This is an optimization exercise on Yosys and OpenROAD, whose aim is small area and a short achievable clock period, not a production implementation. Only simulation tests tie the RTL to the original design; equivalence was not proved. Power is estimated from default activity; no workload was simulated.

Design ecc_rmw, start of the top module:
module ecc_rmw (
    input  wire        clk,
    input  wire        rst,           
    input  wire        in_valid,
    input  wire [71:0] in_rd_cw,      
    input  wire [63:0] in_wdata,      
    input  wire [7:0]  in_wmask,      
    input  wire [7:0]  in_wpar,       
    output reg         out_valid,
    output reg  [63:0] out_rdata,     
    output reg  [7:0]  out_rpar,      
    output reg  [7:0]  out_syndrome,  
    output reg         out_sbe,       
    output reg         out_ded,       
    output reg  [71:0] out_wr_cw,     
    output reg         out_poison     
);
For scale: roughly 300 flip-flops, ~310 I/O pins, about 14000 sq um of cells after synthesis.
==> flow/config.mk <==
export PLATFORM = sky130hd
export DESIGN_NAME = ecc_rmw
export DESIGN_NICKNAME = ecc_rmw
export VERILOG_FILES = /design/flow/design.v
export SDC_FILE = /design/flow/constraint.sdc
export NUM_CORES = 4
export LEC_CHECK = 0
export ABC_AREA = 1
export CAP_MARGIN = 20
export CORE_MARGIN = 2
export CORE_UTILIZATION = 40
export SETUP_SLACK_MARGIN = 3.25
export SLEW_MARGIN = 20
==> flow/constraint.sdc <==
create_clock -name core_clock -period 5.5 [get_ports {clk}]
set_input_delay 1.1000 -clock core_clock [delete_from_list [all_inputs] [get_ports {clk}]]
set_output_delay 1.1000 -clock core_clock [all_outputs]
set_load 0.01 [all_outputs]
standard.sh (not shown) runs the stock make flow with config.mk's settings and CLKGATE_MAP_FILE= SYNTH_SCRIPT=/design/flow/synth_recipe.tcl, a recipe that flattens the netlist after the stock synthesis.
==> flow/flow/run.sh <==
#!/bin/bash
# Standard layout with plain port buffers, no CTS dummy loads.
set -euo pipefail
export BUFFER_PORTS_ARGS="-buffer_cell sky130_fd_sc_hd__buf_2"
export CTS_ARGS="-sink_clustering_enable -repair_clock_nets -dont_use_dummy_load"
bash standard.sh > standard.log 2>&1
Change:
--- a/flow/design.v
+++ b/flow/design.v
@@ -166,63 +166,78 @@
     wire in_syn_t145 = in_syn_t140 ^ in_syn_t141;
     wire in_syn_t146 = in_syn_t142 ^ in_syn_t143;
     wire in_syn_t147 = in_syn_t36 ^ in_syn_t38;
     wire in_syn_t148 = in_syn_t41 ^ in_syn_t144;
     wire in_syn_t149 = in_syn_t145 ^ in_syn_t146;
     wire in_syn_t150 = in_syn_t147 ^ in_syn_t148;
     wire in_syn_t151 = in_syn_t149 ^ in_syn_t150;
     wire [7:0] in_syn = {in_syn_t151, in_syn_t139, in_syn_t128, in_syn_t113, in_syn_t98, in_syn_t83, in_syn_t70, in_syn_t57};
+    reg [63:0] in_premerged;
+    always @(*) begin
+        for (k = 0; k < 8; k = k + 1)
+            in_premerged[8*k +: 8] = in_wmask[k] ? in_wdata[8*k +: 8] : in_rd_cw[8*k +: 8];
+    end
     reg [7:0] in_wpar_err;
     always @(*) begin
         for (k = 0; k < 8; k = k + 1)
             in_wpar_err[k] = in_wmask[k] && ((^in_wdata[8*k +: 8]) == in_wpar[k]);
     end
     reg        s0_valid;
     reg [63:0] s0_rd_data;
     reg [7:0]  s0_syn;
-    reg [63:0] s0_wdata;
+    reg [63:0] s0_premerged;
     reg [7:0]  s0_wmask;
     reg        s0_wpar_err;
     always @(posedge clk) begin
         if (rst) begin
             s0_valid <= 1'b0;
         end else begin
             s0_valid <= in_valid;
         end
         s0_rd_data  <= in_rd_cw[63:0];
         s0_syn      <= in_syn;
-        s0_wdata    <= in_wdata;
+        s0_premerged <= in_premerged;
         s0_wmask    <= in_wmask;
         s0_wpar_err <= |in_wpar_err;
     end
+    reg [15:0] syn_lo, syn_hi;
+    always @(*) begin
+        for (k = 0; k < 16; k = k + 1) begin
+            syn_lo[k] = (s0_syn[3:0] == k);
+            syn_hi[k] = (s0_syn[7:4] == k);
+        end
+    end
     reg [63:0] flip_data;
     reg [7:0]  flip_check;
+    reg [7:0]  flip_byte;    
     always @(*) begin
         for (k = 0; k < 64; k = k + 1)
-            flip_data[k] = (s0_syn == HCOL[8*k +: 8]);
-        for (k = 0; k < 8; k = k + 1)
+            flip_data[k] = syn_lo[HCOL[8*k +: 4]] & syn_hi[HCOL[8*k+4 +: 4]];
+        for (k = 0; k < 8; k = k + 1) begin
             flip_check[k] = (s0_syn == (8'h01 << k));
+            flip_byte[k]  = |flip_data[8*k +: 8];
+        end
     end
-    wire sbe = (|flip_data) | (|flip_check);
+    wire sbe = (|flip_byte) | (|flip_check);
     wire ded = (s0_syn != 8'h00) && !sbe;
     wire [63:0] corr_data = s0_rd_data ^ flip_data;
     reg [7:0] corr_par;
     always @(*) begin
         for (k = 0; k < 8; k = k + 1)
-            corr_par[k] = ~^corr_data[8*k +: 8];
+            corr_par[k] = ~^s0_rd_data[8*k +: 8] ^ flip_byte[k];
     end
     reg [63:0] merged;
     reg [63:0] premerged;
     reg [7:0]  kept_flip;    
     always @(*) begin
         for (k = 0; k < 8; k = k + 1) begin
-            merged[8*k +: 8]    = s0_wmask[k] ? s0_wdata[8*k +: 8] : corr_data[8*k +: 8];
-            premerged[8*k +: 8] = s0_wmask[k] ? s0_wdata[8*k +: 8] : s0_rd_data[8*k +: 8];
-            kept_flip[k]        = !s0_wmask[k] && (|flip_data[8*k +: 8]);
+            premerged[8*k +: 8] = s0_premerged[8*k +: 8];
+            merged[8*k +: 8]    = s0_premerged[8*k +: 8] ^ (s0_wmask[k] ? 8'h00 : flip_data[8*k +: 8]);
+            kept_flip[k]        = !s0_wmask[k] && flip_byte[k];
         end
     end
     wire need_read = (s0_wmask != 8'hff);
     wire poison    = (need_read && ded) || s0_wpar_err;
     wire pm_check_t0 = premerged[56] ^ premerged[58];
     wire pm_check_t1 = premerged[59] ^ premerged[60];
     wire pm_check_t2 = premerged[57] ^ premerged[61];
     wire pm_check_t3 = premerged[35] ^ premerged[62];
@@ -358,18 +373,18 @@
     wire pm_check_t133 = premerged[44] ^ premerged[47];
     wire pm_check_t134 = premerged[52] ^ pm_check_t13;
     wire pm_check_t135 = pm_check_t132 ^ pm_check_t133;
     wire pm_check_t136 = pm_check_t41 ^ pm_check_t134;
     wire pm_check_t137 = pm_check_t135 ^ pm_check_t46;
     wire pm_check_t138 = pm_check_t48 ^ pm_check_t136;
     wire pm_check_t139 = pm_check_t137 ^ pm_check_t138;
     wire [7:0] pm_check = {pm_check_t139, pm_check_t131, pm_check_t120, pm_check_t108, pm_check_t96, pm_check_t84, pm_check_t76, pm_check_t62};
-    wire [7:0] new_check = pm_check
-                         ^ ((|kept_flip) ? s0_syn : 8'h00)
+    wire [7:0] pm_check_corr = pm_check ^ s0_syn;
+    wire [7:0] new_check = ((|kept_flip) ? pm_check_corr : pm_check)
                          ^ (poison ? POISON_MASK : 8'h00);
     always @(posedge clk) begin
         if (rst) begin
             out_valid <= 1'b0;
         end else begin
             out_valid <= s0_valid;
         end
         out_rdata    <= corr_data;
The new run completed without violations.
Power went down slightly.
Area after synthesis went down slightly.
Die area went down slightly.
Wire length went down by a few percent.
Hold slack stays flat.
Synthesized cell count went down by roughly a tenth.
Non-clock buffer count went down by 50.
Utilization went down by 2.5 points.
Cell count went down by roughly a tenth.
Global-route usage went down by 0.22 points.

-- static timing again, ports no longer ideal --
Ports are ideal in the flow. The routed layouts listed here were re-timed in OpenROAD. Step 1 sets driving cells, clkbuf_16 on the clock port and buf_2 on the other inputs (assumed; they add their load-dependent delay and slew). Step 2 adds t to the input delays and takes it off the output delays; t is the mean of the earliest and latest rising clock arrival at the registers after step 1. Input paths then give back, and output paths get back, about the clock's delay inside the block. Three values: ideal ports, drivers, drivers and shift; two values: the first two.
| run | t, ns | setup slack, ns | latest minus earliest clock arrival (ns) | slew at the worst register clock pin (ns) | worst slew at a driven data input, ns |
|---|---|---|---|---|---|
| the first run | 0.552 | 3.282 / 3.278 / 2.768 | 0.082 / 0.083 | 0.06 / 0.06 | 0.06 |
| the second run | 0.605 | 3.298 / 3.252 / 2.726 | 0.021 / 0.020 | 0.06 / 0.06 | 0.06 |
After both steps every run listed still meets setup and hold. For the second run, which loses most, drivers alone change the setup slack by -0.046 ns; drivers and shift together by -0.572 ns.
